Background: an optimization exercise with open tools, aiming at small area, a short achievable clock period and few clock cycles per item. Do not read the settings as production practice.

== 11-02 ==
==> flow/design.v (excerpt) <==
module kw_unwrap (
    input  wire         clk,
    input  wire         rst,
    input  wire         req_valid,
    output wire         req_ready,
    input  wire         req_kek,
    input  wire         req_long,
    input  wire [319:0] req_data,
    output wire         resp_valid,
    input  wire         resp_ready,
    output wire [255:0] resp_key,
    output wire         resp_ok
);
Size: about 11000 cells after synthesis, roughly 1900 flip-flops, about 590 I/O pins, roughly 120000 um^2 of cells after synthesis.
==> flow/config.mk <==
export PLATFORM = sky130hd
export DESIGN_NAME = kw_unwrap
export DESIGN_NICKNAME = kw_unwrap
export VERILOG_FILES = /design/flow/design.v
export SDC_FILE = /design/flow/constraint.sdc
export NUM_CORES = 8
export LEC_CHECK = 0
export CAP_MARGIN = 40
export CELL_PAD_IN_SITES_DETAIL_PLACEMENT = 1
export CELL_PAD_IN_SITES_GLOBAL_PLACEMENT = 2
export CORE_MARGIN = 2
export CORE_UTILIZATION = 30
export PLACE_DENSITY = 0.5
export SLEW_MARGIN = 40
export SYNTH_HIERARCHICAL = 1
==> flow/constraint.sdc <==
create_clock -name core_clock -period 12.0 [get_ports {clk}]
set_input_delay 2.4000 -clock core_clock [delete_from_list [all_inputs] [get_ports {clk}]]
set_output_delay 2.4000 -clock core_clock [all_outputs]
set_load 0.01 [all_outputs]
standard.sh (not shown) runs the stock make flow with config.mk's settings and CLKGATE_MAP_FILE= SYNTH_SCRIPT=/design/flow/synth_recipe.tcl, a recipe that flattens the netlist after the stock synthesis.
==> flow/flow/run.sh <==
#!/bin/bash
set -euo pipefail
MARGIN=${MARGIN:-8}
bash standard.sh SETUP_SLACK_MARGIN=$MARGIN finish > make_finish.log 2>&1
Both conditions hold for 11-02: the flow ran to the end and the final layout passed the timing, design-rule and antenna checks.
The following lists how 12-10 was set up differently from 11-02:
==> flow/flow/run.sh <==
#!/bin/bash
set -euo pipefail
MARGIN=${MARGIN:-9}
bash standard.sh SETUP_SLACK_MARGIN=$MARGIN finish > make_finish.log 2>&1
[summary]
Compare 12-10 and 11-02 | sequential cell area lower: 11-02
Changes observed in 12-10 relative to 11-02: final wirelength picked up an extra 92000 um, routing usage on met1 higher.
Between 12-10 and 11-02, the worst setup slack is lower for 11-02.
12-10 reports its commonest non-fill, non-tap cell in the layout as sky130_fd_sc_hd__nand2_1 while 11-02 reports sky130_fd_sc_hd__xor2_1.
As far as count of clock-net buffers in the final layout goes, 11-02 and 12-10 are indistinguishable; the numbers are identical.
No functional check of the RTL was part of any run of this note.


== run a ==
kw_unwrap, a different RTL version from the one above (not shown whole).
Size in the first run: roughly 8,200 cells after synthesis, ~590 I/O pins, ~74,000 um^2 of cells after synthesis.
clock: 12.0 ns
lec_check: 0
cap_margin: 20
cell_pad_in_sites_detail_placement: 1
cell_pad_in_sites_global_placement: 2
core_margin: 2
core_utilization: 30
place_density: 0.5
slew_margin: 20
synth_hierarchical: 1
run.sh (not shown) runs the stock make flow with config.mk's settings and CLKGATE_MAP_FILE= SYNTH_SCRIPT=/design/flow/synth_recipe.tcl, a recipe that flattens the netlist after the stock synthesis.
Stock flow here: none of the scripts above is used.
Both conditions hold for run a: the flow ran to the end and the final layout passed the timing, design-rule and antenna checks.
The inputs of run b differ from those of run a as listed below.
# run a
export LEC_CHECK = 0
export CAP_MARGIN = 20
export CELL_PAD_IN_SITES_DETAIL_PLACEMENT = 1
export CELL_PAD_IN_SITES_GLOBAL_PLACEMENT = 2
export CORE_MARGIN = 2
export CORE_UTILIZATION = 30
export PLACE_DENSITY = 0.5
export SLEW_MARGIN = 20
export SYNTH_HIERARCHICAL = 1
create_clock -name core_clock -period 12.0 [get_ports {clk}]
# run b
export LEC_CHECK = 0
export CAP_MARGIN = 20
export CELL_PAD_IN_SITES_DETAIL_PLACEMENT = 1
export CELL_PAD_IN_SITES_GLOBAL_PLACEMENT = 2
export CORE_MARGIN = 2
export CORE_UTILIZATION = 30
export PLACE_DENSITY = 0.5
export SETUP_SLACK_MARGIN = 5
export SLEW_MARGIN = 20
export SYNTH_HIERARCHICAL = 1
create_clock -name core_clock -period 12.0 [get_ports {clk}]
## What came out
Against run a, standard cell area after detailed placement in run b rose by a few percent.
Lower worst setup slack after layout was reported by run a, not run b.
Compared with run a, run b ends up with more cell area.
Worst reg-to-reg path cell count, run b and run a, lower one = run a.
Function was not checked in any run of this note: the RTL went through the layout flow alone.

afterwards: timing with drivers on the ports:
Ports are ideal in the flow. The routed layouts listed here were re-timed in OpenROAD.
Step 1 sets driving cells, clkbuf_16 on the clock port and buf_2 on the other inputs (assumed; they add their load-dependent delay and slew).
Step 2 moves the port delays by t, midway between the first and last clock arrival at a register: inputs arrive t later, outputs are due t later. That takes back most of the time a late clock gives input paths.
Three values: no drivers, after step 1, after step 2; two values: the first two.
| run | t (ns) | slack for setup (ns) | clock arrival spread, ns |
|---|---|---|---|
| 11-02 | 1.054 | 7.623 / 7.507 / 7.131 | 0.082 / 0.081 |
| 12-10 | 1.073 | 7.658 / 7.533 / 7.480 | 0.088 / 0.089 |
| run a | 0.886 | 1.265 / 1.265 / 1.265 | 0.039 / 0.038 |
| run b | 0.899 | 4.508 / 4.508 / 4.508 | 0.037 / 0.037 |
After both steps every run listed still meets setup and hold. For 11-02, which loses most, drivers alone change the setup slack by -0.116 ns; drivers and shift together by -0.492 ns.
